This is an optimization exercise on Yosys and OpenROAD, whose aim is small area, a short achievable clock period and few clock cycles per item, not a production implementation.
In this exercise RTL edits were held to simulation tests only and were not proved equivalent to the original.

`flow/flow/run.sh`:
```
#!/bin/bash
# The standard layout, with the port buffers placed as buf_2 cells instead of the
# resizer's default pick (a slow clkdlybuf4s50_1 delay cell). Everything else, synthesis
# included, is standard.sh unchanged.
set -euo pipefail
cd "$(dirname "$0")/.."
echo 'export BUFFER_PORTS_ARGS = -buffer_cell sky130_fd_sc_hd__buf_2' >> config.mk
bash standard.sh > standard.log 2>&1
```
`flow/design.v`:
```
module codec_residue_coder (
    input  wire        clk,
    input  wire        rst,           
    input  wire        in_valid,
    output wire        in_ready,
    input  wire        in_first,      
    input  wire [1:0]  in_kind,       
    input  wire [2:0]  in_near,       
    input  wire        in_pred_ext,   
    input  wire [15:0] in_p,
    input  wire [15:0] in_x,
    input  wire [15:0] in_a,
    input  wire [15:0] in_b,
    input  wire [15:0] in_c,
    input  wire [15:0] in_d,
    output reg         out_valid,
    input  wire        out_ready,
    output wire [15:0] out_xr,        
    output wire [31:0] out_code,      
    output wire [5:0]  out_len        
);
    localparam NCTX = 50;
    function [16:0] f_range(input [1:0] kind, input [2:0] near);
        f_range =
            (kind == 2'd2 && near == 3'd0) ? 17'd65536 :
            (kind == 2'd2 && near == 3'd1) ? 17'd21846 :
            (kind == 2'd2 && near == 3'd2) ? 17'd13108 :
            (kind == 2'd2 && near == 3'd3) ? 17'd9364 :
            (kind == 2'd2 && near == 3'd4) ? 17'd7283 :
            (kind == 2'd2 && near == 3'd5) ? 17'd5959 :
            (kind == 2'd2 && near == 3'd6) ? 17'd5043 :
            (kind == 2'd2 && near == 3'd7) ? 17'd4370 :
            (kind == 2'd1 && near == 3'd0) ? 17'd256 :
            (kind == 2'd1 && near == 3'd1) ? 17'd86 :
            (kind == 2'd1 && near == 3'd2) ? 17'd52 :
            (kind == 2'd1 && near == 3'd3) ? 17'd38 :
            (kind == 2'd1 && near == 3'd4) ? 17'd30 :
            (kind == 2'd1 && near == 3'd5) ? 17'd25 :
            (kind == 2'd1 && near == 3'd6) ? 17'd21 :
            (kind == 2'd1 && near == 3'd7) ? 17'd18 :
            (near == 3'd0) ? 17'd1024 :
            (near == 3'd1) ? 17'd342 :
            (near == 3'd2) ? 17'd206 :
            (near == 3'd3) ? 17'd148 :
            (near == 3'd4) ? 17'd115 :
            (near == 3'd5) ? 17'd94 :
            (near == 3'd6) ? 17'd80 :
            17'd70;
    endfunction
    function [4:0] f_qbpp(input [1:0] kind, input [2:0] near);
        f_qbpp =
            (kind == 2'd2 && near == 3'd0) ? 5'd16 :
            (kind == 2'd2 && near == 3'd1) ? 5'd15 :
            (kind == 2'd2 && near == 3'd2) ? 5'd14 :
            (kind == 2'd2 && near == 3'd3) ? 5'd14 :
            (kind == 2'd2 && near == 3'd4) ? 5'd13 :
            (kind == 2'd2 && near == 3'd5) ? 5'd13 :
            (kind == 2'd2 && near == 3'd6) ? 5'd13 :
            (kind == 2'd2 && near == 3'd7) ? 5'd13 :
            (kind == 2'd1 && near == 3'd0) ? 5'd8 :
            (kind == 2'd1 && near == 3'd1) ? 5'd7 :
            (kind == 2'd1 && near == 3'd2) ? 5'd6 :
            (kind == 2'd1 && near == 3'd3) ? 5'd6 :
            (kind == 2'd1 && near == 3'd4) ? 5'd5 :
            (kind == 2'd1 && near == 3'd5) ? 5'd5 :
            (kind == 2'd1 && near == 3'd6) ? 5'd5 :
            (kind == 2'd1 && near == 3'd7) ? 5'd5 :
            (near == 3'd0) ? 5'd10 :
            (near == 3'd1) ? 5'd9 :
            (near == 3'd2) ? 5'd8 :
            (near == 3'd3) ? 5'd8 :
            (near == 3'd4) ? 5'd7 :
            (near == 3'd5) ? 5'd7 :
            (near == 3'd6) ? 5'd7 :
            5'd7;
    endfunction
    function [10:0] f_ainit(input [1:0] kind, input [2:0] near);
        f_ainit =
            (kind == 2'd2 && near == 3'd0) ? 11'd1024 :
            (kind == 2'd2 && near == 3'd1) ? 11'd341 :
            (kind == 2'd2 && near == 3'd2) ? 11'd205 :
            (kind == 2'd2 && near == 3'd3) ? 11'd146 :
            (kind == 2'd2 && near == 3'd4) ? 11'd114 :
            (kind == 2'd2 && near == 3'd5) ? 11'd93 :
            (kind == 2'd2 && near == 3'd6) ? 11'd79 :
            (kind == 2'd2 && near == 3'd7) ? 11'd68 :
            (kind == 2'd1 && near == 3'd0) ? 11'd4 :
            (kind == 2'd1 && near == 3'd1) ? 11'd2 :
            (kind == 2'd1 && near == 3'd2) ? 11'd2 :
            (kind == 2'd1 && near == 3'd3) ? 11'd2 :
            (kind == 2'd1 && near == 3'd4) ? 11'd2 :
            (kind == 2'd1 && near == 3'd5) ? 11'd2 :
            (kind == 2'd1 && near == 3'd6) ? 11'd2 :
            (kind == 2'd1 && near == 3'd7) ? 11'd2 :
            (near == 3'd0) ? 11'd16 :
            (near == 3'd1) ? 11'd5 :
            (near == 3'd2) ? 11'd3 :
            (near == 3'd3) ? 11'd2 :
            (near == 3'd4) ? 11'd2 :
            (near == 3'd5) ? 11'd2 :
            (near == 3'd6) ? 11'd2 :
            11'd2;
    endfunction
    function [4:0] div_step(input [3:0] rem, input nb, input [2:0] nr);
        reg [5:0] s;
        begin
            s = {1'b0, rem, nb} - {2'b0, nr, 1'b1};
            div_step = s[5] ? {1'b0, rem[2:0], nb} : {1'b1, s[3:0]};
        end
    endfunction
    integer i, j;
    reg  skid_v;
    reg  rdy_q;
    wire adv = !skid_v;
    assign in_ready = rdy_q;
    reg        v0;
    reg        first0, pext0;
    reg [1:0]  kind0;
    reg [2:0]  near0;
    reg [15:0] x0, a0, b0, c0, d0, p0;
    always @(posedge clk) begin
        if (rst)
            v0 <= 1'b0;
        else if (adv)
            v0 <= in_valid;
        if (adv) begin
            first0 <= in_first;
            kind0  <= in_kind;
            near0  <= in_near;
            pext0  <= in_pred_ext;
            p0 <= in_p;
            x0 <= in_x;
            a0 <= in_a;
            b0 <= in_b;
            c0 <= in_c;
            d0 <= in_d;
        end
    end
    reg [1:0] kind_q;
    reg [2:0] near_q;
    wire [1:0] kind_s1 = first0 ? kind0 : kind_q;
    wire [2:0] near_s1 = first0 ? near0 : near_q;
    wire [16:0] d_ca = {1'b0, c0} - {1'b0, a0};    
    wire [16:0] d_bc = {1'b0, b0} - {1'b0, c0};    
    wire [16:0] d_db = {1'b0, d0} - {1'b0, b0};    
    wire [16:0] d_ab = {1'b0, a0} - {1'b0, b0};    
    wire [15:0] ad_ca = d_ca[16] ? -d_ca[15:0] : d_ca[15:0];
    wire [15:0] ad_bc = d_bc[16] ? -d_bc[15:0] : d_bc[15:0];
    wire [15:0] ad_db = d_db[16] ? -d_db[15:0] : d_db[15:0];
    wire c_gt_a = !d_ca[16] && (d_ca[15:0] != 16'd0);
    wire c_gt_b = d_bc[16];
    wire c_lt_a = d_ca[16];
    wire c_lt_b = !d_bc[16] && (d_bc[15:0] != 16'd0);
    wire a_gt_b = !d_ab[16] && (d_ab[15:0] != 16'd0);
    wire [17:0] act  = {2'b0, ad_db} + {2'b0, ad_bc} + {2'b0, ad_ca};
    wire [11:0] acts = (kind_s1 == 2'd2) ? act[17:6] : act[11:0];
    reg  [3:0]  g;
    always @(*) begin
        g = 4'd0;
        for (i = 0; i < 12; i = i + 1)
            if (acts[i]) g = i[3:0] + 4'd1;
    end
    wire [5:0] ctx_s1 = (g == 4'd12) ? {5'b11000, c_gt_a} : {g, c_gt_a, c_gt_b};
    reg [15:0] pred;
    always @(*) begin
        if (pext0)
            pred = p0;
        else if (!c_lt_a && !c_lt_b)         
            pred = a_gt_b ? b0 : a0;
        else if (!c_gt_a && !c_gt_b)         
            pred = a_gt_b ? a0 : b0;
        else
            pred = a0 + d_bc[15:0];          
    end
    wire [16:0] e    = {1'b0, x0} - {1'b0, pred};
    wire        sgn  = e[16];
    wire [16:0] n_s1 = (e ^ {17{sgn}}) + {13'd0, sgn} + {14'd0, near_s1};
    reg [3:0] rem_s1;
    reg [1:0] qh_s1;
    reg [4:0] st1;
    always @(*) begin
        rem_s1 = 4'd0;
        for (i = 16; i >= 15; i = i - 1) begin
            st1 = div_step(rem_s1, n_s1[i], near_s1);
            qh_s1[i-15] = st1[4];
            rem_s1 = st1[3:0];
        end
    end
    reg        v1, first1, sgn1;
    reg [1:0]  kind1;
    reg [2:0]  near1;
    reg [1:0]  qh1;
    reg [14:0] nl1;
    reg [3:0]  rem1;
    reg [15:0] x1;
    reg [5:0]  ctx1;
    always @(posedge clk) begin
        if (rst)
            v1 <= 1'b0;
        else if (adv)
            v1 <= v0;
        if (adv) begin
            if (v0 && first0) begin
                kind_q <= kind0;
                near_q <= near0;
            end
            first1 <= first0;
            kind1  <= kind_s1;
            near1  <= near_s1;
            sgn1   <= sgn;
            qh1    <= qh_s1;
            nl1    <= n_s1[14:0];
            rem1   <= rem_s1;
            x1     <= x0;
            ctx1   <= ctx_s1;
        end
    end
    reg [3:0] rem_d1;
    reg [6:0] qm_d1;
    reg [4:0] st2;
    always @(*) begin
        rem_d1 = rem1;
        for (i = 14; i >= 8; i = i - 1) begin
            st2 = div_step(rem_d1, nl1[i], near1);
            qm_d1[i-8] = st2[4];
            rem_d1 = st2[3:0];
        end
    end
    reg        v2, first2, sgn2;
    reg [1:0]  kind2;
    reg [2:0]  near2;
    reg [8:0]  qh2;
    reg [7:0]  nl2;
    reg [3:0]  rem2;
    reg [15:0] x2;
    reg [5:0]  ctx2;
    always @(posedge clk) begin
        if (rst)
            v2 <= 1'b0;
        else if (adv)
            v2 <= v1;
        if (adv) begin
            first2 <= first1;
            kind2  <= kind1;
            near2  <= near1;
            sgn2   <= sgn1;
            qh2    <= {qh1, qm_d1};
            nl2    <= nl1[7:0];
            rem2   <= rem_d1;
            x2     <= x1;
            ctx2   <= ctx1;
        end
    end
    reg [3:0] rem_d2;
    reg [7:0] ql_d2;
    reg [4:0] st3;
    always @(*) begin
        rem_d2 = rem2;
        for (i = 7; i >= 0; i = i - 1) begin
            st3 = div_step(rem_d2, nl2[i], near2);
            ql_d2[i] = st3[4];
            rem_d2 = st3[3:0];
        end
    end
    reg        v3, first3, sgn3;
    reg [1:0]  kind3;
    reg [2:0]  near3;
    reg [16:0] qa3;
    reg [3:0]  rem3;
    reg [15:0] x3;
    reg [5:0]  ctx3;
    always @(posedge clk) begin
        if (rst)
            v3 <= 1'b0;
        else if (adv)
            v3 <= v2;
        if (adv) begin
            first3 <= first2;
            kind3  <= kind2;
            near3  <= near2;
            sgn3   <= sgn2;
            qa3    <= {qh2, ql_d2};
            rem3   <= rem_d2;
            x3     <= x2;
            ctx3   <= ctx2;
        end
    end
    wire [16:0] range3 = f_range(kind3, near3);
    wire [16:0] thr    = ((range3 + 17'd1) >> 1) + {16'd0, sgn3 & ~range3[0]};
    wire        flip   = qa3 >= thr;
    wire        negq   = flip ? !sgn3 : (sgn3 && qa3 != 17'd0);
    wire [16:0] aqm    = (qa3 ^ {17{flip}}) + (flip ? range3 : {17{negq}}) + {16'd0, flip & sgn3};
    wire [16:0] m3     = {aqm[15:0], negq};
    wire signed [5:0]  tn  = $signed({3'b0, near3}) - $signed({2'b0, rem3});
    wire signed [5:0]  tns = sgn3 ? -tn : tn;
    wire signed [17:0] xr0 = $signed({2'b0, x3}) + tns;
    wire xr_ovf = (kind3 == 2'd2) ? xr0[16] :
                  (kind3 == 2'd1) ? (xr0[16:8] != 9'd0) : (xr0[16:10] != 7'd0);
    wire [15:0] maxv = (kind3 == 2'd2) ? 16'hffff : (kind3 == 2'd1) ? 16'h00ff : 16'h03ff;
    wire [15:0] xr3 = xr0[17] ? 16'd0 : xr_ovf ? maxv : xr0[15:0];
    reg [20:0]     ctx_a [0:NCTX-1];
    reg [5:0]      ctx_n [0:NCTX-1];
    reg [NCTX-1:0] ctx_v;
    wire [4:0]  qbpp   = f_qbpp(kind3, near3);
    wire [10:0] a_init = f_ainit(kind3, near3);
    reg [26:0] rd;
    reg        rd_v;
    always @(*) begin
        rd   = 27'd0;
        rd_v = 1'b0;
        for (i = 0; i < NCTX; i = i + 1) begin
            rd   = rd | ({ctx_a[i], ctx_n[i]} & {27{ctx3 == i}});
            rd_v = rd_v | (ctx_v[i] & (ctx3 == i));
        end
    end
    wire        use_init = first3 || !rd_v;
    wire [20:0] cur_a = use_init ? {10'd0, a_init} : rd[26:6];
    wire [5:0]  cur_n = use_init ? 6'd1 : rd[5:0];
    reg [21:0] zh;
    reg [20:0] zl;
    reg [15:0] c_k;
    reg        ge;
    reg [4:0]  k;
    always @(*) begin
        zh[21] = 1'b1;
        for (i = 20; i >= 0; i = i - 1)
            zh[i] = zh[i+1] & ~cur_a[i];
        zl[0] = 1'b1;
        for (i = 1; i <= 20; i = i + 1)
            zl[i] = zl[i-1] & ~cur_a[i-1];
        for (i = 0; i < 16; i = i + 1) begin
            ge = zl[i];
            for (j = 0; j < 6; j = j + 1)
                ge = (cur_n[j] & ~cur_a[i+j]) | (cur_n[j] & ge) | (~cur_a[i+j] & ge);
            c_k[i] = zh[i+6] & ge;
        end
        k = qbpp;
        for (i = 15; i >= 0; i = i - 1)
            if (c_k[i] && i < qbpp)
                k = i[4:0];
    end
    wire [21:0] a_sum = {1'b0, cur_a} + {6'd0, m3[16:1]} + {21'd0, m3[0]};
    wire        n_wrap = (cur_n == 6'd63);
    wire [20:0] a_new = n_wrap ? a_sum[21:1] : a_sum[20:0];
    wire [5:0]  n_new = n_wrap ? 6'd32 : cur_n + 6'd1;
    wire        wr    = v3 && adv;
    always @(posedge clk) begin
        if (wr) begin
            ctx_a[ctx3] <= a_new;
            ctx_n[ctx3] <= n_new;
        end
        for (i = 0; i < NCTX; i = i + 1)
            if (wr && (first3 || ctx3 == i))
                ctx_v[i] <= (ctx3 == i);
    end
    wire [16:0] u      = m3 >> k;
    wire [4:0]  ulimit = 5'd31 - qbpp;
    wire        esc    = u >= {12'd0, ulimit};
    wire [16:0] mm1    = m3 - 17'd1;
    wire [16:0] kmask  = ~(17'h1ffff << k);
    wire [16:0] code3  = esc ? ((17'd1 << qbpp) | mm1)
                             : ((17'd1 << k) | (m3 & kmask));
    wire [5:0]  len3   = esc ? 6'd32 : {1'b0, u[4:0]} + {1'b0, k} + 6'd1;
    reg [15:0] o_xr,  s_xr;
    reg [16:0] o_code, s_code;
    reg [5:0]  o_len, s_len;
    wire head_free = !out_valid || out_ready;
    always @(posedge clk) begin
        if (rst) begin
            out_valid <= 1'b0;
            skid_v    <= 1'b0;
            rdy_q     <= 1'b1;
        end else if (head_free) begin
            out_valid <= skid_v || wr;
            skid_v    <= 1'b0;
            rdy_q     <= 1'b1;
        end else if (wr) begin
            skid_v    <= 1'b1;
            rdy_q     <= 1'b0;
        end
        if (head_free) begin
            if (skid_v) begin
                o_xr <= s_xr; o_code <= s_code; o_len <= s_len;
            end else begin
                o_xr <= xr3;  o_code <= code3;  o_len <= len3;
            end
        end
        if (!head_free && wr) begin
            s_xr <= xr3; s_code <= code3; s_len <= len3;
        end
    end
    assign out_xr   = o_xr;
    assign out_code = {15'd0, o_code};
    assign out_len  = o_len;
endmodule
```
`flow/config.mk`:
```
export PLATFORM = sky130hd
export DESIGN_NAME = codec_residue_coder
export DESIGN_NICKNAME = codec_residue_coder
export VERILOG_FILES = /design/flow/design.v
export SDC_FILE = /design/flow/constraint.sdc
export NUM_CORES = 4
export LEC_CHECK = 0
export ABC_AREA = 1
export CAP_MARGIN = 5
export CORE_MARGIN = 2
export CORE_UTILIZATION = 60
export CTS_BUF_LIST = sky130_fd_sc_hd__clkbuf_16
export CTS_CLUSTER_DIAMETER = 60
export CTS_CLUSTER_SIZE = 24
export SLEW_MARGIN = 5
export BUFFER_PORTS_ARGS = -buffer_cell sky130_fd_sc_hd__buf_2
```
`flow/constraint.sdc`:
```
create_clock -name core_clock -period 62.0 [get_ports {clk}]
set_input_delay 12.4000 -clock core_clock [delete_from_list [all_inputs] [get_ports {clk}]]
set_output_delay 12.4000 -clock core_clock [all_outputs]
set_load 0.01 [all_outputs]
```
`flow/standard.sh`:
```
#!/bin/bash
# synth_recipe.tcl (not shown) runs the flow's synth.tcl, then flattens the netlist and writes it again
# the make line also repeats each setting of config.mk as NAME=value (left out here)
make -C /OpenROAD-flow-scripts/flow DESIGN_CONFIG=/design/flow/config.mk WORK_HOME=/design/flow/orfs CLKGATE_MAP_FILE= SYNTH_SCRIPT=/design/flow/synth_recipe.tcl "${@:-finish}"
```
==> results of run 1 <==
==> sequential cells by signal, indices dropped and copies added (netlist names), 17 cells and up <==
| name | count |
|---|---|
| o_code | 17 |
| s_code | 17 |
| ctx_n | 300 |
| qa3 | 17 |
| ctx_a | 1050 |
| ctx_v | 50 |
==> synthesized netlist by cell type, types with 13 or more instances <==
| library cell | n |
|---|---|
| buf_4 | 20 |
| o21bai_1 | 52 |
| a22oi_1 | 33 |
| nand4_1 | 184 |
| inv_2 | 24 |
| ha_1 | 246 |
| a21oi_1 | 314 |
| a22o_1 | 138 |
| buf_2 | 59 |
| buf_1 | 34 |
| o211ai_1 | 16 |
| nand3b_1 | 16 |
| nand3_1 | 297 |
| a31oi_1 | 18 |
| nor4_1 | 36 |
| xor2_1 | 207 |
| nand2_1 | 1583 |
| a221oi_1 | 88 |
| nor2_1 | 488 |
| or2_2 | 14 |
| edfxtp_1 | 1736 |
| o22ai_1 | 35 |
| nor2_2 | 14 |
| nor3_1 | 49 |
| a2111oi_0 | 17 |
| and2_1 | 28 |
| a32o_1 | 19 |
| inv_1 | 578 |
| o21ai_0 | 170 |
| o221ai_1 | 14 |
| fa_1 | 46 |
| xnor2_1 | 76 |
| a211oi_1 | 23 |
| nand2_2 | 13 |
| clkbuf_1 | 112 |
==> kinds of logic (layout without fill, tap and decap cells) <==
logic type      after synthesis  in the layout  synth area share, %
other cells                   2             24             0.009315
xor+xnor                    283            283                3.075
flops                      1743           1743                64.84
fa+ha+maj                   299            299                5.047
mux                           5              5              0.06828
simple gates               2756           2756                14.64
buf+inv                     840           1144                4.153
compound gates              995            995                8.173
==> final cells by class <==
class                           instances  area (µm²)
Antenna cell                            6       15.01
Clock buffer                          116        2903
Clock inverter                        100        1344
Fill cell                           10030       44550
Inverter                              609        2295
Multi-Input combinational cell       4356       25840
Sequential cell                      1743       52270
Tap cell                             1768        2212
Timing Repair Buffer                  319        2027
==> worst paths after layout <==
check | end | cells past startpoint | slack [ns]
max | out_code[5] | 1 | 48.31
min | kind3[1]$_DFFE_PN_ | 0 | 0.41
max reg2reg | rem1[0]$_DFFE_PN_ | 69 | 49.40
min reg2reg | kind3[1]$_DFFE_PN_ | 0 | 0.41
==> routing by layer <==
layer / vias to the layer above / track usage (%)
li1: 25080 / -
met1: 28010 / 53.81
met2: 4060 / 56.68
met3: 827 / 12.84
met4: 14 / 18.04
met5: - / 0
==> metrics by stage <==
stage | cell area, µm² | hold WS [ns] | setup slack (ns)
finish | 88910 | 0.4090 | 48.31
floorplan | 80680 | 0.4003 | 46.70
global placement | 84650 | 0.4006 | 47.99
global route | 88900 | 0.4032 | 47.85
CTS | 88900 | 0.4052 | 48.25
detailed placement | 84650 | 0.4045 | 47.96
==> run_results.csv, run 1 <==
group,metric,value,unit
clock_tree,cts_root_buffer,"clkbuf_16",
clock_tree,cts_setup_buffers,0,
layout,nNetsFinal,7543,
floorplan,die_y,370.6,µm
route,post-route-drc-count,0,
placement,dpl.cell_count,8795,
placement,place_hpwl,170.1,mm
synthesis,async_flop_share,0,%
critical_path,crit_start,"o_code[5]$_DFFE_PP_",
synthesis,avgSynthCellArea,11.65,µm²
timing,fmax,0.07304,GHz
grt,grt_overflow,0,
grt,grt_first_pass_wirelength,377.8,mm
route,vias,57990,
critical_path,crit_chain,"buf_2",
placement,gp_congestion,1.005,
layout,final_common_cell,"edfxtp_1",
critical_path,rr_startpoint,"b0[0]$_DFFE_PN_",
route,wl_met3,40.55,mm
clock_tree,ctsResizeCount,0,
synthesis,synth_seq_area_share,64.84,%
timing,slew-limit-headroom,6.543,%
critical_path,crit_arrival,1.29,ns
route,ant_nets,0,
synthesis,synthCells,6923,
synthesis,synthDistinctLibCells,75,
grt,grt_pass1_vias,53050,
synthesis,synth_top_area_share,64.66,%
synthesis,synth-edff-count,1736,
clock_tree,clock_sinks,1743,
critical_path,crit_buf_inv,1,
clock_tree,cts.htree.levels,3,
timing,worst_slew_pin_slew,1.399,ns
route,routedWlPerCell,29.99,µm
worst_hold_path,min_path_type,"reg -> reg",
critical_path,crit_path_end_kind,"output port",
clock_tree,numCtsBuffers,115,
critical_path,slowest_delay,0.39,ns
grt,grt_usage,39.11,%
floorplan,die_width,370.6,µm
critical_path,critPathTopFamily,"flip-flops",
timing,final_hold_viol_count,0,
grt,antenna_found_initial,17,
clock_tree,holdBufCountCts,0,
critical_path,path_class,"reg -> out",
grt,grt_max_degree,101,
synthesis,synthFlopType,"edfxtp_1",
flow_run,drv_cap,0,
synthesis,yosys.area.top_type,"edfxtp_1",
layout,finalNonFillerCells,9017,
critical_path,crit_required,49.60,ns
critical_path,crit_fanout,1,
floorplan,die_area,0.1373,mm²
route,drt_pass1_iterations,8,
run_status,status,"timing/DRC/antenna clean",
critical_path,setup.worst_path.start_class,"flip-flop",
route,routed_wl,270.4,mm
route,met2_length,113.8,mm
layout,mostFrequentLayoutCells,"edfxtp_1 (1,736), nand2_1 (1,581), inv_1 (582), nor2_1 (407), a21oi_1 (311)",
synthesis,synth.cell_area,0.08062,mm²
layout,drive_gt1_share,10.08,%
critical_path,slowest_stage,"edfxtp_1",
synthesis,ys_ff_latch,1743,
timing,drv_slew,0,
placement,io_buffers,147,
route,wl_met1,99.86,mm
timing,fin_skew,0.06162,ns
worst_hold_path,hold_path_startpoint,"kind2[1]$_DFFE_PN_",
route,drtIter0Drc,8728,
timing,period_share,22.08,%
clock_tree,cts.clk_slew.worst_paths,0.09,ns
timing,fin_tns_setup,0,ns
floorplan,rows,134,
clock_tree,clock_latency,0.80,ns
timing,setup_viol,0,
layout,fin_util,66.62,%
route,via_per_inst,6.431,
floorplan,initial_core_util,60.41,%
layout,syn2layout_area_growth,10.29,%
synthesis,synth_warnings,1,
timing,rsz0062_at_grt,"no",
clock_tree,cts_tree,"yes",
timing,fin_crit,13.69,ns
floorplan,io_pins,163,
floorplan,core_area,0.1335,mm²
clock_tree,clock_path_buffers,3,
route,highest_layer,"met5",
synthesis,netlist_top_cells_area,"edfxtp_1 (65%), nand2_1 (7.4%), ha_1 (3.8%), inv_1 (2.7%), nor2_1 (2.3%)",
Testbench counts, summed over its fixed seeds: cycles 99,268, items 99,228.
==> inputs of run 2 (changes only) <==
--- a/flow/config.mk
+++ b/flow/config.mk
@@ -6,11 +6,11 @@
 export NUM_CORES = 4
 export LEC_CHECK = 0
 export ABC_AREA = 1
-export CAP_MARGIN = 5
+export CAP_MARGIN = 10
 export CORE_MARGIN = 2
 export CORE_UTILIZATION = 60
 export CTS_BUF_LIST = sky130_fd_sc_hd__clkbuf_16
 export CTS_CLUSTER_DIAMETER = 60
 export CTS_CLUSTER_SIZE = 24
-export SLEW_MARGIN = 5
+export SLEW_MARGIN = 10
 export BUFFER_PORTS_ARGS = -buffer_cell sky130_fd_sc_hd__buf_2
==> run 2 against run 1 <==
Die area did not move. Synthesized cell count unchanged. Hold slack barely moved. Register-to-register slack improved by 0.07 ns. Largest cell class unchanged.
==> run_results.csv, run 2 <==
group,metric,value,unit
critical_path,critPathTopFamily,"flip-flops",
layout,drive_gt1_share,10.09,%
clock_tree,cts_root_buffer,"clkbuf_16",
critical_path,slowest_delay,0.40,ns
clock_tree,ctsResizeCount,0,
timing,setup_viol,0,
clock_tree,cts.clk_slew.worst_paths,0.09,ns
timing,final_hold_viol_count,0,
layout,syn2layout_area_growth,10.31,%
flow_run,drv_cap,0,
synthesis,yosys.area.top_type,"edfxtp_1",
placement,io_buffers,147,
critical_path,worstReg2RegEnd,"rem1[0]$_DFFE_PN_",
route,post-route-drc-count,0,
synthesis,synth_warnings,1,
clock_tree,cts_tree,"yes",
timing,period_share,22.09,%
floorplan,core_area,0.1335,mm²
floorplan,die_width,370.6,µm
critical_path,crit_buf_inv,1,
floorplan,die_y,370.6,µm
synthesis,synthFlopType,"edfxtp_1",
critical_path,crit_arrival,1.30,ns
layout,fillCellCount,10030,
worst_hold_path,whs_path_depth,0,
route,routed_wl,270.0,mm
synthesis,synth-edff-count,1736,
route,via_per_inst,6.446,
timing,fin_crit,13.70,ns
clock_tree,numCtsBuffers,115,
timing,rsz0062_at_grt,"no",
layout,final_common_cell,"edfxtp_1",
timing,drv_slew,0,
critical_path,r2r_cells,68,
clock_tree,clock_latency,0.79,ns
floorplan,die_area,0.1373,mm²
timing,fin_tns_setup,0,ns
layout,top_register,"ctx_a",
grt,antenna_found_initial,17,
clock_tree,cts_setup_buffers,0,
route,ant_nets,0,
floorplan,rows,134,
synthesis,synth_most_common_cell,"edfxtp_1",
clock_tree,cts.htree.levels,3,
synthesis,synthCells,6923,
critical_path,rr_startpoint,"a0[1]$_DFFE_PN_",
placement,gp_congestion,1.005,
route,drt_pass1_iterations,7,
layout,nNetsFinal,7544,
timing,slew-limit-headroom,5.745,%
layout,stdcell_area,0.08893,mm²
worst_hold_path,hold_path_startpoint,"x1[13]$_DFFE_PN_",
synthesis,ys_top_cells_by_count,"edfxtp_1 (1,736), nand2_1 (1,583), inv_1 (578)",
layout,mostFrequentLayoutCells,"edfxtp_1 (1,736), nand2_1 (1,581), inv_1 (582), nor2_1 (407), a21oi_1 (311)",
critical_path,crit_required,49.60,ns
timing,worst_slew_pin_slew,1.411,ns
run_status,status,"timing/DRC/antenna clean",
critical_path,crit_fanout,1,
synthesis,async_flop_share,0,%
worst_hold_path,min_path_type,"reg -> reg",
layout,reg.largest.list,"ctx_a: 1050 flops, ctx_n: 300 flops, ctx_v: 50 flops",
critical_path,reg2reg_slack,49.47,ns
synthesis,avgSynthCellArea,11.65,µm²
synthesis,netlist_top_cells_area,"edfxtp_1 (65%), nand2_1 (7.4%), ha_1 (3.8%), inv_1 (2.7%), nor2_1 (2.3%)",
grt,grt_overflow,0,
grt,grt_max_degree,101,
synthesis,synthDistinctLibCells,75,
critical_path,path_class,"reg -> out",
synthesis,synth_top_area_share,64.66,%
critical_path,slowest_stage,"edfxtp_1",
grt,grt_usage,39.11,%
layout,finalNonFillerCells,9017,
critical_path,crit_chain,"buf_2",
clock_tree,clock_sinks,1743,
layout,largest_reg_flops,1050,
critical_path,crit_path_end_kind,"output port",
floorplan,initial_core_util,60.41,%
synthesis,synth_seq_area_share,64.84,%
placement,dpl.cell_count,8795,
floorplan,io_pins,163,
route,routedWlPerCell,29.94,µm
route,vias,58120,
worst_hold_path,hold_end,"x2[13]$_DFFE_PN_",
critical_path,setup.worst_path.start_class,"flip-flop",
synthesis,ys_ff_latch,1743,
timing,fin_skew,0.05631,ns
grt,grt_first_pass_wirelength,377.8,mm
timing,fmax,0.07301,GHz
clock_tree,clock_path_buffers,3,
grt,grt_pass1_vias,53050,
placement,placed_area,0.08465,mm²
route,drtIter0Drc,8753,
placement,place_hpwl,170.1,mm
synthesis,synth.cell_area,0.08062,mm²
clock_tree,holdBufCountCts,0,
run 2: cell counts after synthesis:
Identical to the previous run, type by type.
run 2: cell families (layout without fill, tap and decap cells):
kind of cell / count (synthesis) / after routing / synth area share (%)
AOI/OAI and AO/OA: 995 / 995 / 8.173
xor gates and xnor gates: 283 / 283 / 3.075
adders and majority gates: 299 / 299 / 5.047
buffers and inverters: 840 / 1145 / 4.153
DFF: 1743 / 1743 / 64.84
muxes: 5 / 5 / 0.06828
other: 2 / 23 / 0.009315
and+or+nand+nor: 2756 / 2756 / 14.64
run 2: layout make-up:
cell class                 count  area [µm²]  area share [%]
sequential                  1743       52270           58.78
multi-input combinational   4356       25840           29.06
clock buffer                 116        2903           3.264
inverter                     609        2295           2.580
tap                         1768        2212           2.488
timing repair buffer         320        2047           2.302
clock inverter               100        1344           1.511
antenna                        5       12.51         0.01407
run 2: per-layer routing:
metal	GRT usage (%)	vias up	routed length, µm
met2	56.68	4178	114100
met5	0	-	63
met3	12.84	795	41290
li1	-	25080	-
met4	18.04	10	15820
met1	53.81	28060	98710
run 2: metrics by stage:
step	setup WS, ns	hold slack [ns]	utilization, %
final	48.30	0.4094	66.63
after global routing	47.85	0.4032	66.62
after CTS	48.25	0.4052	66.61
after detailed placement	47.96	0.4045	63.43
after global placement	47.99	0.4006	63.43
after floorplan	46.70	0.4003	-
run 2: how the worst max path moves through the flow:
stage	from	endpoint	slack (ns)	cells after the start
floorplan	out_ready	s_code[0]$_DFFE_PP_	46.70	3
global placement	out_ready	s_xr[10]$_DFFE_PP_	47.99	4
detailed placement	out_ready	s_xr[10]$_DFFE_PP_	47.96	4
CTS	o_code[5]$_DFFE_PP_	out_code[5]	48.25	1
global route	a0[1]$_DFFE_PN_	rem1[1]$_DFFE_PN_	47.85	69
finish	o_code[5]$_DFFE_PP_	out_code[5]	48.30	1
==> inputs of run 3 (changes only) <==
--- a/flow/config.mk
+++ b/flow/config.mk
@@ -8,9 +8,10 @@
 export ABC_AREA = 1
 export CAP_MARGIN = 10
 export CORE_MARGIN = 2
-export CORE_UTILIZATION = 60
+export CORE_UTILIZATION = 65
 export CTS_BUF_LIST = sky130_fd_sc_hd__clkbuf_16
 export CTS_CLUSTER_DIAMETER = 60
 export CTS_CLUSTER_SIZE = 24
+export PLACE_DENSITY = 0.7
 export SLEW_MARGIN = 10
 export BUFFER_PORTS_ARGS = -buffer_cell sky130_fd_sc_hd__buf_2
==> run 3 against run 2 <==
Still clean. Area after synthesis unchanged. Wire length down 2.7%. Global-route usage up 2.1 points. Clock skew up 0.0098 ns. Critical path type unchanged.
==> run_results.csv, run 3 <==
group,metric,value,unit
run_status,status,"timing/DRC/antenna clean",
clock_tree,cts_setup_buffers,0,
timing,fin_crit,13.69,ns
placement,gp_congestion,0.9950,
grt,grt_util_met1,55.96,%
synthesis,yosys.area.top_type,"edfxtp_1",
layout,nNetsFinal,7537,
layout,reg.largest.list,"ctx_a: 1050 flops, ctx_n: 300 flops, ctx_v: 50 flops",
timing,drv_slew,0,
critical_path,crit_chain,"buf_2",
clock_tree,holdBufCountCts,0,
timing,fin_skew,0.06614,ns
timing,final_hold_viol_count,0,
route,post-route-drc-count,0,
grt,top_usage_layer,"met2",
placement,io_buffers,147,
critical_path,crit_buf_inv,1,
layout,largest_reg_flops,1050,
clock_tree,ctsResizeCount,0,
layout,mostFrequentLayoutCells,"edfxtp_1 (1,736), nand2_1 (1,581), inv_1 (582), nor2_1 (407), a21oi_1 (311)",
timing,fmax,0.07302,GHz
grt,grt_max_degree,89,
grt,grt_overflow,0,
layout,syn2layout_area_growth,9.731,%
floorplan,io_pins,163,
critical_path,path_class,"reg -> out",
grt,antenna_found_initial,13,
grt,grt_first_pass_wirelength,369.7,mm
timing,period_share,22.09,%
critical_path,slowest_stage,"edfxtp_1",
floorplan,die_y,356.2,µm
floorplan,initial_core_util,65.38,%
route,routedWlPerCell,29.60,µm
timing,slew-limit-headroom,15.13,%
critical_path,crit_arrival,1.29,ns
synthesis,netlist_top_cells_area,"edfxtp_1 (65%), nand2_1 (7.4%), ha_1 (3.8%), inv_1 (2.7%), nor2_1 (2.3%)",
clock_tree,cts.clk_slew.worst_paths,0.09,ns
clock_tree,clock_latency,0.80,ns
synthesis,synth_top_area_share,64.66,%
floorplan,rows,129,
synthesis,ys_top_cells_by_count,"edfxtp_1 (1,736), nand2_1 (1,583), inv_1 (578)",
critical_path,crit_fanout,1,
layout,finalNonFillerCells,8876,
synthesis,synth_seq_area_share,64.84,%
synthesis,async_flop_share,0,%
clock_tree,cts_tree,"yes",
route,ant_nets,0,
route,drtIter0Drc,9390,
synthesis,ys_ff_latch,1743,
layout,top_register,"ctx_a",
grt,grt_usage,41.22,%
route,drt_pass1_iterations,6,
synthesis,synth.cell_area,0.08062,mm²
flow_run,drv_cap,0,
synthesis,synth-edff-count,1736,
synthesis,synth_most_common_cell,"edfxtp_1",
floorplan,core_area,0.1233,mm²
clock_tree,clock_sinks,1743,
clock_tree,cts.htree.levels,3,
clock_tree,numCtsBuffers,107,
synthesis,synth_warnings,1,
route,vias,58050,
route,via_per_inst,6.540,
floorplan,die_area,0.1269,mm²
critical_path,crit_required,49.60,ns
timing,worst_slew_pin_slew,1.271,ns
clock_tree,clock_path_buffers,3,
worst_hold_path,min_path_type,"reg -> reg",
grt,use_met2,59.54,%
synthesis,synthFlopType,"edfxtp_1",
grt,grtUsageMet3,14.26,%
synthesis,avgSynthCellArea,11.65,µm²
critical_path,crit_path_end_kind,"output port",
timing,rsz0062_at_grt,"no",
timing,setup_viol,0,
route,routed_wl,262.8,mm
floorplan,die_width,356.2,µm
synthesis,synthDistinctLibCells,75,
synthesis,synthCells,6923,
placement,dpl.cell_count,8665,
clock_tree,cts_root_buffer,"clkbuf_16",
layout,drive_gt1_share,9.823,%
layout,final_common_cell,"edfxtp_1",
critical_path,slowest_delay,0.38,ns
timing,fin_tns_setup,0,ns
grt,grt_pass1_vias,53970,
timing,hold_slack,0.4217,ns
critical_path,critPathTopFamily,"flip-flops",
placement,place_hpwl,166.1,mm
critical_path,setup.worst_path.start_class,"flip-flop",
[run 3: area by class of cell]
cell class	instances	area, µm²
antenna	11	27.53
timing repair buffer	321	2062
tap	1637	2048
multi-input combinational	4356	25810
clock inverter	90	1221
fill	8490	34850
clock buffer	109	2728
inverter	609	2295
sequential	1743	52270
[run 3: worst paths after layout]
path / start / to / slack, ns / depth (start not counted)
max reg2reg: ctx3[5]$_DFFE_PN_ / o_code[0]$_DFFE_PP_ / 49.77 / 41
max: o_xr[10]$_DFFE_PP_ / out_xr[10] / 48.31 / 1
min reg2reg: x1[0]$_DFFE_PN_ / x2[0]$_DFFE_PN_ / 0.42 / 0
min: x1[0]$_DFFE_PN_ / x2[0]$_DFFE_PN_ / 0.42 / 0
[run 3: logic make-up (layout without fill, tap and decap cells)]
| group | after synthesis | in the layout | share of synthesized area (%) |
|---|---|---|---|
| AND/OR/NAND/NOR | 2756 | 2756 | 14.64 |
| flip-flops | 1743 | 1743 | 64.84 |
| AO/OA/AOI/OAI | 995 | 995 | 8.173 |
| buffers and inverters | 840 | 1129 | 4.153 |
| adder cells (fa/ha/maj) | 299 | 299 | 5.047 |
| XOR/XNOR | 283 | 283 | 3.075 |
| multiplexers | 5 | 5 | 0.06828 |
| other | 2 | 29 | 0.009315 |
[run 3: stage by stage]
step	instance area [µm²]	utilization (%)	setup WS (ns)
CTS	88410	71.69	48.25
floorplan	80680	-	46.70
global placement	84460	68.49	47.91
detailed placement	84460	68.49	47.92
finish	88460	71.74	48.31
global route	88440	71.72	48.26
[run 3: metal layers]
layer	wire length, µm	vias up
li1	-	25030
met3	44010	968
met4	16350	12
met2	110900	4517
met5	76	-
met1	91430	27520
==> inputs of run 4 (changes only) <==
--- a/flow/config.mk
+++ b/flow/config.mk
@@ -10,8 +10,8 @@
 export CORE_MARGIN = 2
 export CORE_UTILIZATION = 65
 export CTS_BUF_LIST = sky130_fd_sc_hd__clkbuf_16
-export CTS_CLUSTER_DIAMETER = 60
-export CTS_CLUSTER_SIZE = 24
+export CTS_CLUSTER_DIAMETER = 65
+export CTS_CLUSTER_SIZE = 27
 export PLACE_DENSITY = 0.7
 export SLEW_MARGIN = 10
 export BUFFER_PORTS_ARGS = -buffer_cell sky130_fd_sc_hd__buf_2
==> run 4 against run 3 <==
Sequential share of layout area about the same. Register-to-register slack about the same. Clock skew increased by 0.025 ns. Count of clock-buffer cells in the layout decreased by 3. Wire length increased by 0.25%. Via count increased by 0.14%. Synthesized cell count unchanged. Critical endpoint is now out_code[11].
==> run_results.csv, run 4 <==
group,metric,value,unit
run_status,status,"timing/DRC/antenna clean",
critical_path,slowest_delay,0.42,ns
timing,drv_slew,0,
floorplan,core_area,0.1233,mm²
floorplan,die_area,0.1269,mm²
critical_path,crit_start,"o_code[11]$_DFFE_PP_",
grt,grt_pass1_vias,54000,
clock_tree,clock_path_buffers,3,
synthesis,synth_warnings,1,
synthesis,ys_ff_latch,1743,
synthesis,async_flop_share,0,%
timing,final_hold_viol_count,0,
synthesis,synth_top_area_share,64.66,%
critical_path,crit_buf_inv,1,
timing,setup_viol,0,
synthesis,synthCells,6923,
placement,place_ws,47.92,ns
route,routed_wl,263.4,mm
critical_path,crit_fanout,1,
layout,syn2layout_area_growth,9.714,%
placement,io_buffers,147,
route,post-route-drc-count,0,
grt,grt_max_degree,89,
layout,largest_reg_flops,1050,
synthesis,synthDistinctLibCells,75,
synthesis,synth-edff-count,1736,
flow_run,drv_cap,0,
route,drt_pass1_iterations,8,
clock_tree,cts.htree.levels,3,
timing,fin_skew,0.09085,ns
layout,reg.largest.list,"ctx_a: 1050 flops, ctx_n: 300 flops, ctx_v: 50 flops",
layout,drive_gt1_share,9.935,%
timing,period_share,22.21,%
worst_hold_path,hold_path_startpoint,"nl1[7]$_DFFE_PN_",
synthesis,ys_top_cells_by_count,"edfxtp_1 (1,736), nand2_1 (1,583), inv_1 (578)",
clock_tree,cts_root_buffer,"clkbuf_16",
layout,nNetsFinal,7535,
layout,mostFrequentLayoutCells,"edfxtp_1 (1,736), nand2_1 (1,581), inv_1 (577), nor2_1 (407), a21oi_1 (311)",
layout,fillCellCount,8441,
placement,place_hpwl,166.1,mm
layout,final_common_cell,"edfxtp_1",
floorplan,initial_core_util,65.38,%
critical_path,crit_required,49.60,ns
clock_tree,ctsResizeCount,0,
floorplan,die_width,356.2,µm
clock_tree,cts_tree,"yes",
floorplan,die_y,356.2,µm
timing,fmax,0.07263,GHz
critical_path,path_class,"reg -> out",
critical_path,slowest_stage,"edfxtp_1",
synthesis,netlist_top_cells_area,"edfxtp_1 (65%), nand2_1 (7.4%), ha_1 (3.8%), inv_1 (2.7%), nor2_1 (2.3%)",
route,drtIter0Drc,9290,
timing,fin_crit,13.77,ns
layout,finalNonFillerCells,8870,
timing,finalWorstSetupSlack,48.23,ns
clock_tree,clock_sinks,1743,
timing,slew-limit-headroom,13.51,%
grt,grt_first_pass_wirelength,370.8,mm
floorplan,rows,129,
clock_tree,cts.clk_slew.worst_paths,0.09,ns
floorplan,io_pins,163,
route,routedWlPerCell,29.70,µm
grt,grt_usage,41.36,%
clock_tree,cts_setup_buffers,0,
route,ant_nets,0,
critical_path,setup.worst_path.start_class,"flip-flop",
timing,rsz0062_at_grt,"no",
route,via_per_inst,6.553,
critical_path,crit_arrival,1.37,ns
layout,top_register,"ctx_a",
synthesis,synth_seq_area_share,64.84,%
worst_hold_path,min_path_type,"reg -> reg",
route,vias,58130,
critical_path,crit_path_end_kind,"output port",
timing,worst_slew_pin_slew,1.295,ns
synthesis,avgSynthCellArea,11.65,µm²
timing,fin_tns_setup,0,ns
clock_tree,numCtsBuffers,105,
clock_tree,holdBufCountCts,0,
grt,antenna_found_initial,11,
critical_path,critPathTopFamily,"flip-flops",
critical_path,crit_chain,"buf_2",
critical_path,rr_startpoint,"ctx3[5]$_DFFE_PN_",
synthesis,yosys.area.top_type,"edfxtp_1",
placement,gp_congestion,0.9950,
grt,grt_overflow,0,
synthesis,synthFlopType,"edfxtp_1",
clock_tree,clock_latency,0.82,ns
synthesis,synth_most_common_cell,"edfxtp_1",
placement,dpl.cell_count,8665,
synthesis,synth.cell_area,0.08062,mm²
run 4: cell counts after synthesis:
Identical to the previous run, type by type.
run 4: final cells by class:
class,instances,area (µm²),share of cell area (%)
clock inverters,92,1295,1.464
diodes,6,15.01,0.01698
repair buffers,321,2062,2.331
inverters,609,2295,2.594
well taps,1637,2048,2.316
multi-input cells,4356,25810,29.18
clock buffers,106,2653,2.999
flip-flops and latches,1743,52270,59.10
run 4: cell families (layout without fill, tap and decap cells):
family | after synthesis | count (layout) | synth area share (%)
AOI/OAI and AO/OA | 995 | 995 | 8.173
xor gates and xnor gates | 283 | 283 | 3.075
adders and majority gates | 299 | 299 | 5.047
buffers and inverters | 840 | 1128 | 4.153
DFF | 1743 | 1743 | 64.84
muxes | 5 | 5 | 0.06828
other | 2 | 24 | 0.009315
and+or+nand+nor | 2756 | 2756 | 14.64
run 4: metal layers:
| layer | GRT usage [%] | vias up | wire length [µm] |
|---|---|---|---|
| li1 | - | 25060 | - |
| met1 | 56.44 | 27660 | 92970 |
| met2 | 59.95 | 4409 | 111200 |
| met3 | 14.10 | 992 | 42930 |
| met4 | 20.16 | 10 | 16290 |
| met5 | 0 | - | 63 |
run 4: worst reg2reg max path, delay by kind of cell (launching register included):
kind / cells / cell delay (ns)
adders and majority gates: 1 / 0.37
DFF: 1 / 0.54
buffers and inverters: 2 / 0.64
and+or+nand+nor: 51 / 9.49
AOI/OAI and AO/OA: 3 / 1.03
run 4: path summary, 6_finish.rpt:
path	endpoint	slack [ns]	cells past startpoint
max	out_code[11]	48.23	1
min	nl2[7]$_DFFE_PN_	0.39	0
max reg2reg	o_code[0]$_DFFE_PP_	49.78	57
min reg2reg	nl2[7]$_DFFE_PN_	0.39	0
run 4: per-stage QoR:
step	hold WS (ns)	utilization, %	instance area (µm²)
4_1_cts	0.3858	71.69	88410
3_3_place_gp	0.4006	68.49	84460
5_1_grt	0.3985	71.72	88430
3_5_place_dp	0.4045	68.49	84460
6_report	0.3874	71.73	88450
2_1_floorplan	0.4003	-	80680
==> inputs of run 5 (changes only) <==
--- a/flow/config.mk
+++ b/flow/config.mk
@@ -10,8 +10,8 @@
 export CORE_MARGIN = 2
 export CORE_UTILIZATION = 65
 export CTS_BUF_LIST = sky130_fd_sc_hd__clkbuf_16
-export CTS_CLUSTER_DIAMETER = 65
-export CTS_CLUSTER_SIZE = 27
+export CTS_CLUSTER_DIAMETER = 70
+export CTS_CLUSTER_SIZE = 30
 export PLACE_DENSITY = 0.7
 export SLEW_MARGIN = 10
 export BUFFER_PORTS_ARGS = -buffer_cell sky130_fd_sc_hd__buf_2
==> run 5 against run 4 <==
Maximum frequency grew 0.45%. Core utilization is 0.26 points lower. Setup slack better by 0.062 ns. Hold slack gained 0.022 ns. Cell area shrank 0.37%. Count of clock-buffer cells in the layout shrank 9. Die area unchanged. Synthesized cell count unchanged. Critical path type unchanged. Highest routed layer unchanged.
==> run_results.csv, run 5 <==
group,metric,value,unit
timing,fin_skew,0.08173,ns
layout,syn2layout_area_growth,9.310,%
timing,setup_viol,0,
grt,grt_max_degree,89,
critical_path,crit_fanout,1,
layout,drive_gt1_share,9.670,%
placement,place_hpwl,166.1,mm
floorplan,core_area,0.1233,mm²
clock_tree,cts_root_buffer,"clkbuf_16",
synthesis,ys_top_cells_by_count,"edfxtp_1 (1,736), nand2_1 (1,583), inv_1 (578)",
synthesis,synth-edff-count,1736,
route,via_per_inst,6.560,
synthesis,ys_ff_latch,1743,
route,ant_nets,0,
critical_path,crit_path_end_kind,"output port",
clock_tree,clock_sinks,1743,
layout,fin_util,71.46,%
critical_path,crit_buf_inv,1,
grt,grt_first_pass_wirelength,369.5,mm
synthesis,synth_warnings,1,
route,drtIter0Drc,9722,
timing,drv_slew,0,
worst_hold_path,min_path_type,"reg -> reg",
flow_run,drv_cap,0,
timing,fmax,0.07296,GHz
placement,gp_congestion,0.9950,
timing,final_hold_viol_count,0,
critical_path,path_class,"reg -> out",
synthesis,netlist_top_cells_area,"edfxtp_1 (65%), nand2_1 (7.4%), ha_1 (3.8%), inv_1 (2.7%), nor2_1 (2.3%)",
synthesis,synthXorXnorAreaFrac,3.075,%
clock_tree,cts_setup_buffers,0,
floorplan,die_y,356.2,µm
critical_path,crit_required,49.60,ns
route,drt_pass1_iterations,7,
layout,regArea,0.05227,mm²
floorplan,die_width,356.2,µm
layout,top_register,"ctx_a",
grt,grt_pass1_vias,53730,
clock_tree,cts.clk_slew.worst_paths,0.10,ns
route,routed_wl,262.4,mm
floorplan,die_area,0.1269,mm²
synthesis,synth-simple-area-share,14.64,%
critical_path,crit_chain,"buf_2",
critical_path,critPathTopFamily,"flip-flops",
critical_path,setup.worst_path.start_class,"flip-flop",
synthesis,yosys.area_share.adder,5.047,%
critical_path,crit_arrival,1.31,ns
grt,grt_usage,41.19,%
timing,slew-limit-headroom,19.58,%
layout,fillCellCount,8514,
grt,grt_overflow,0,
floorplan,initial_core_util,65.38,%
synthesis,yosys.area.top_type,"edfxtp_1",
layout,multi_input_area,0.02581,mm²
floorplan,io_pins,163,
synthesis,async_flop_share,0,%
layout,reg.largest.list,"ctx_a: 1050 flops, ctx_n: 300 flops, ctx_v: 50 flops",
clock_tree,ctsResizeCount,0,
layout,largest_reg_flops,1050,
layout,nNetsFinal,7527,
synthesis,synthDistinctLibCells,75,
timing,period_share,22.11,%
layout,mostFrequentLayoutCells,"edfxtp_1 (1,736), nand2_1 (1,581), inv_1 (579), nor2_1 (407), a21oi_1 (311)",
placement,io_buffers,147,
clock_tree,clock_path_buffers,3,
floorplan,rows,129,
synthesis,synth_top_family_by_area,"simple AND/OR/NAND/NOR gates",
timing,fin_crit,13.71,ns
synthesis,synth_most_common_cell,"edfxtp_1",
clock_tree,clock_latency,0.79,ns
route,routedWlPerCell,29.63,µm
synthesis,synth_compound_area_share,8.173,%
clock_tree,holdBufCountCts,0,
synthesis,synth.cell_area,0.08062,mm²
synthesis,synth_seq_area_share,64.84,%
synthesis,avgSynthCellArea,11.65,µm²
clock_tree,cts_tree,"yes",
route,post-route-drc-count,0,
clock_tree,numCtsBuffers,97,
route,vias,58110,
synthesis,synthFlopType,"edfxtp_1",
critical_path,slowest_delay,0.39,ns
grt,antenna_found_initial,12,
critical_path,slowest_stage,"edfxtp_1",
synthesis,synth_top_area_share,64.66,%
timing,worst_slew_pin_slew,1.206,ns
layout,final_common_cell,"edfxtp_1",
timing,rsz0062_at_grt,"no",
timing,fin_tns_setup,0,ns
clock_tree,cts.htree.levels,3,
synthesis,synthCells,6923,
run_status,status,"timing/DRC/antenna clean",
synthesis,muxShareOfSynthArea,0.06829,%
-- run 5: worst paths after layout --
check | start | to | slack, ns | cells after the start
worst min-delay path | x2[7]$_DFFE_PN_ | x3[7]$_DFFE_PN_ | 0.41 | 0
worst max-delay path | o_code[14]$_DFFE_PP_ | out_code[14] | 48.29 | 1
worst min register to register | x2[7]$_DFFE_PN_ | x3[7]$_DFFE_PN_ | 0.41 | 0
worst max register to register | near2[0]$_DFFE_PN_ | rem3[2]$_DFFE_PN_ | 49.85 | 58
-- run 5: cell families after synthesis --
kind of cell / Yosys count
AO/OA/AOI/OAI: 995
AND/OR/NAND/NOR: 2756
multiplexers: 5
adder cells (fa/ha/maj): 299
flip-flops: 1743
other: 2
buffers and inverters: 840
XOR/XNOR: 283
-- run 5: layout make-up --
type | instances | share of cell area [%]
multi-input cells | 4356 | 29.29
clock buffers | 97 | 2.754
well taps | 1637 | 2.324
flip-flops and latches | 1743 | 59.31
diodes | 12 | 0.03408
clock inverters | 82 | 1.339
inverters | 609 | 2.604
repair buffers | 321 | 2.340
-- run 5: metrics by stage --
step	worst slack, ns	hold WS [ns]	cell area (µm²)	std cells
after floorplan	46.70	0.4003	80680	6939
after global placement	47.91	0.4006	84460	8665
after detailed placement	47.92	0.4045	84460	8665
after CTS	48.23	0.3926	88070	8844
after global routing	48.24	0.4009	88090	8845
final	48.29	0.4091	88120	8857
-- run 5: layer usage --
layer / part of all wire, % / vias to the layer above / global-route usage [%]
met3: 16 / 928 / 13.65
met1: 35 / 27580 / 56.36
met2: 42 / 4558 / 59.52
met5: 0.029 / - / 0
li1: - / 25030 / -
met4: 6.1 / 8 / 20.72
-- run 5: worst reg2reg max path, delay by kind of cell, from the launching register on --
family	cells	cell delay (ns)
buf+inv	6	1.03
mux	3	1.05
fa+ha+maj	8	2.50
flops	1	0.52
compound gates	20	4.17
simple gates	21	2.62
==> inputs of run 6 (changes only) <==
--- a/flow/design.v
+++ b/flow/design.v
@@ -102,10 +102,10 @@
             11'd2;
     endfunction
     function [4:0] div_step(input [3:0] rem, input nb, input [2:0] nr);
-        reg [5:0] s;
+        reg [4:0] d;
         begin
-            s = {1'b0, rem, nb} - {2'b0, nr, 1'b1};
-            div_step = s[5] ? {1'b0, rem[2:0], nb} : {1'b1, s[3:0]};
+            d = {1'b0, rem} - {2'b0, nr} - {4'b0, ~nb};
+            div_step = d[4] ? {1'b0, rem[2:0], nb} : {1'b1, d[2:0], ~nb};
         end
     endfunction
     integer i, j;
--- a/flow/config.mk
+++ b/flow/config.mk
@@ -10,8 +10,8 @@
 export CORE_MARGIN = 2
 export CORE_UTILIZATION = 65
 export CTS_BUF_LIST = sky130_fd_sc_hd__clkbuf_16
-export CTS_CLUSTER_DIAMETER = 70
-export CTS_CLUSTER_SIZE = 30
+export CTS_CLUSTER_DIAMETER = 60
+export CTS_CLUSTER_SIZE = 24
 export PLACE_DENSITY = 0.7
 export SLEW_MARGIN = 10
 export BUFFER_PORTS_ARGS = -buffer_cell sky130_fd_sc_hd__buf_2
==> run 6 against run 5 <==
Still clean on timing, DRC and antenna. Non-clock buffer count is 10 lower. Synthesized cell count down 1.6%. Clock skew is 0.0023 ns lower. Cell count decreased by 1.3%. Die area shrank 0.36%. Core utilization grew 0.74 points. Critical path type unchanged. Critical endpoint is now out_xr[10]. Highest routed layer unchanged.
==> run_results.csv, run 6 <==
group,metric,value,unit
critical_path,cp.depth,1,
layout,largest_reg_flops,1050,
critical_path,crit_fanout,1,
layout,syn2layout_area_growth,9.845,%
clock_tree,clock_latency,0.81,ns
placement,placed_area,0.08414,mm²
timing,fin_tns_setup,0,ns
grt,grt_first_pass_wirelength,364.6,mm
route,drt_pass1_iterations,6,
clock_tree,cts_setup_buffers,0,
floorplan,initial_core_util,65.73,%
floorplan,die_width,355.5,µm
critical_path,crit_arrival,1.30,ns
layout,multi_input_area,0.02542,mm²
layout,mostFrequentLayoutCells,"edfxtp_1 (1,736), nand2_1 (1,503), inv_1 (623), nor2_1 (373), a21oi_1 (303)",
synthesis,yosys.area.top_type,"edfxtp_1",
flow_run,drv_cap,0,
critical_path,critPathTopFamily,"flip-flops",
synthesis,netlist_top_cells_area,"edfxtp_1 (65%), nand2_1 (7.0%), ha_1 (3.6%), inv_1 (2.9%), xor2_1 (2.2%)",
timing,fmax,0.07299,GHz
critical_path,worstReg2RegEnd,"rem1[3]$_DFFE_PN_",
grt,grt_overflow,0,
synthesis,synth_seq_area_share,65.07,%
timing,drv_slew,0,
layout,nNetsFinal,7420,
synthesis,ys_top_cells_by_count,"edfxtp_1 (1,736), nand2_1 (1,505), inv_1 (620)",
route,drtIter0Drc,9123,
synthesis,async_flop_share,0,%
clock_tree,holdBufCountCts,0,
critical_path,crit_chain,"buf_2",
layout,drive_gt1_share,10.11,%
grt,grt_max_degree,101,
synthesis,ys_ff_latch,1743,
timing,finalWorstSetupSlack,48.30,ns
critical_path,crit_path_end_kind,"output port",
route,vias,57330,
critical_path,slowest_stage,"edfxtp_1",
layout,fillCellCount,8310,
placement,io_buffers,147,
timing,setup_viol,0,
synthesis,synthCells,6809,
synthesis,synth_warnings,1,
timing,period_share,22.10,%
clock_tree,clock_sinks,1743,
clock_tree,cts_root_buffer,"clkbuf_16",
grt,antenna_found_initial,10,
synthesis,avgSynthCellArea,11.80,µm²
critical_path,crit_required,49.60,ns
critical_path,rr_startpoint,"b0[0]$_DFFE_PN_",
route,post-route-drc-count,0,
floorplan,die_area,0.1264,mm²
placement,place_ws,47.58,ns
layout,reg.largest.list,"ctx_a: 1050 flops, ctx_n: 300 flops, ctx_v: 50 flops",
grt,grt_usage,40.80,%
route,routedWlPerCell,29.67,µm
timing,fin_skew,0.07947,ns
clock_tree,cts.htree.levels,3,
timing,final_hold_viol_count,0,
critical_path,setup.worst_path.start_class,"flip-flop",
route,via_per_inst,6.558,
synthesis,synthDistinctLibCells,68,
placement,place_hpwl,163.8,mm
critical_path,reg2reg_slack,48.79,ns
critical_path,crit_start,"o_xr[10]$_DFFE_PP_",
layout,regArea,0.05227,mm²
synthesis,synthFlopType,"edfxtp_1",
timing,worst_slew_pin_slew,1.391,ns
timing,rsz0062_at_grt,"no",
layout,final_common_cell,"edfxtp_1",
critical_path,endpoint,"out_xr[10]",
synthesis,synth.cell_area,0.08032,mm²
timing,slew-limit-headroom,6.534,%
grt,grt_pass1_vias,52860,
layout,top_register,"ctx_a",
route,ant_nets,0,
critical_path,path_class,"reg -> out",
clock_tree,numCtsBuffers,111,
placement,gp_congestion,0.9732,
floorplan,die_y,355.5,µm
worst_hold_path,min_path_type,"reg -> reg",
critical_path,crit_buf_inv,1,
clock_tree,clock_path_buffers,3,
floorplan,io_pins,163,
route,routed_wl,259.4,mm
clock_tree,cts_tree,"yes",
timing,fin_crit,13.70,ns
clock_tree,cts.clk_slew.worst_paths,0.09,ns
critical_path,slowest_delay,0.38,ns
clock_tree,ctsResizeCount,0,
critical_path,r2r_cells,77,
synthesis,synth_top_area_share,64.90,%
synthesis,synth_most_common_cell,"edfxtp_1",
synthesis,synth-edff-count,1736,
floorplan,core_area,0.1222,mm²
run_status,status,"timing/DRC/antenna clean",
floorplan,rows,128,
layout,stdcell_area,0.08823,mm²
==> run 6: cell count changes after synthesis, moves of 22 or more <==
cell,change
a22o_1,+38
buf_2,+22
nand2_1,-78
nand4_1,-36
inv_1,+42
nand3_1,-56
==> run 6: metrics by stage <==
| stage | utilization (%) | std cells | hold slack [ns] |
|---|---|---|---|
| final | 72.20 | 8742 | 0.3948 |
| after global routing | 72.19 | 8734 | 0.4062 |
| after CTS | 72.16 | 8733 | 0.3828 |
| after detailed placement | 68.86 | 8530 | 0.4045 |
| after global placement | 68.86 | 8530 | 0.4012 |
| after floorplan | - | 6824 | 0.4003 |
==> run 6: area by class of cell <==
cell class,instances,share of cell area (%)
diodes,8,0.02269
clock buffers,113,3.205
clock inverters,90,1.374
inverters,656,2.802
multi-input cells,4196,28.81
flip-flops and latches,1743,59.24
well taps,1625,2.304
repair buffers,311,2.243
==> run 6: worst min-delay path by stage <==
| stage | startpoint | to | slack [ns] | cells after the start |
|---|---|---|---|---|
| detailed placement | ctx1[2]$_SDFFCE_PP0N_ | ctx2[2]$_DFFE_PN_ | 0.40 | 0 |
| floorplan | ctx1[0]$_DFFE_PN_ | ctx2[0]$_DFFE_PN_ | 0.40 | 0 |
| global placement | x2[0]$_DFFE_PN_ | x3[0]$_DFFE_PN_ | 0.40 | 0 |
| global route | x2[5]$_DFFE_PN_ | x3[5]$_DFFE_PN_ | 0.41 | 0 |
| CTS | x1[11]$_DFFE_PN_ | x2[11]$_DFFE_PN_ | 0.38 | 0 |
| finish | x1[11]$_DFFE_PN_ | x2[11]$_DFFE_PN_ | 0.39 | 0 |
==> run 6: cell families after synthesis <==
| family | after synthesis | synth area share [%] |
|---|---|---|
| flip-flops | 1743 | 65.07 |
| AND/OR/NAND/NOR | 2578 | 13.67 |
| XOR/XNOR | 261 | 2.846 |
| AO/OA/AOI/OAI | 1030 | 8.591 |
| adder cells (fa/ha/maj) | 296 | 5.184 |
| other | 2 | 0.009350 |
| multiplexers | 14 | 0.1745 |
| buffers and inverters | 885 | 4.457 |
==> run 6: metal layers <==
layer / global-route usage [%] / up-vias / part of all wire (%)
li1: - / 24590 / -
met1: 56.43 / 27410 / 36
met2: 58.96 / 4473 / 42
met3: 13.05 / 856 / 16
met4: 19.83 / 8 / 5.7
met5: 0 / - / 0.019
==> run 6: worst register-to-register path, delay by kind of cell, from the launching register on <==
kind | cells | cell delay, ns
and+or+nand+nor | 18 | 2.60
buffers and inverters | 16 | 1.89
adders and majority gates | 8 | 2.30
xor gates and xnor gates | 1 | 0.25
AOI/OAI and AO/OA | 34 | 5.51
DFF | 1 | 0.47
Testbench counts of run 6, summed over its fixed seeds: cycles 99,268, items 99,228.

what the ideal ports hide:
In the flow no input, the clock included, has a driving cell. The finished layouts below were timed again as built, in two steps. Step 1 assumes that a clkbuf_16 drives the clock port and a buf_2 every other input. Step 2, shift: input delay + t, output delay - t, t = (earliest + latest rising clock arrival at the registers) / 2. This alone moves slack from input paths to output paths. Three values: ideal, step 1, step 2; two values: the first two.
run	t (ns)	slack for setup (ns)	worst hold slack (ns)	worst setup path at the end	clock arrival spread, ns
run 1	0.847	48.308 / 48.227 / 47.971	0.409 / 0.409 / 0.409	input to register	0.062 / 0.062
run 2	0.847	48.303 / 48.221 / 47.975	0.409 / 0.409 / 0.409	input to register	0.057 / 0.056
run 3	0.841	48.305 / 48.229 / 47.923	0.422 / 0.422 / 0.422	input to register	0.074 / 0.074
run 4	0.846	48.232 / 48.155 / 47.935	0.387 / 0.387 / 0.387	input to register	0.096 / 0.097
run 5	0.825	48.294 / 48.215 / 47.942	0.409 / 0.409 / 0.409	input to register	0.090 / 0.091
run 6	0.851	48.299 / 48.221 / 47.603	0.395 / 0.395 / 0.395	input to register	0.080 / 0.080
After both steps every run listed still meets setup and hold. The setup slack of run 6, which loses most, moves by -0.078 ns with the drivers and by -0.696 ns with both steps.
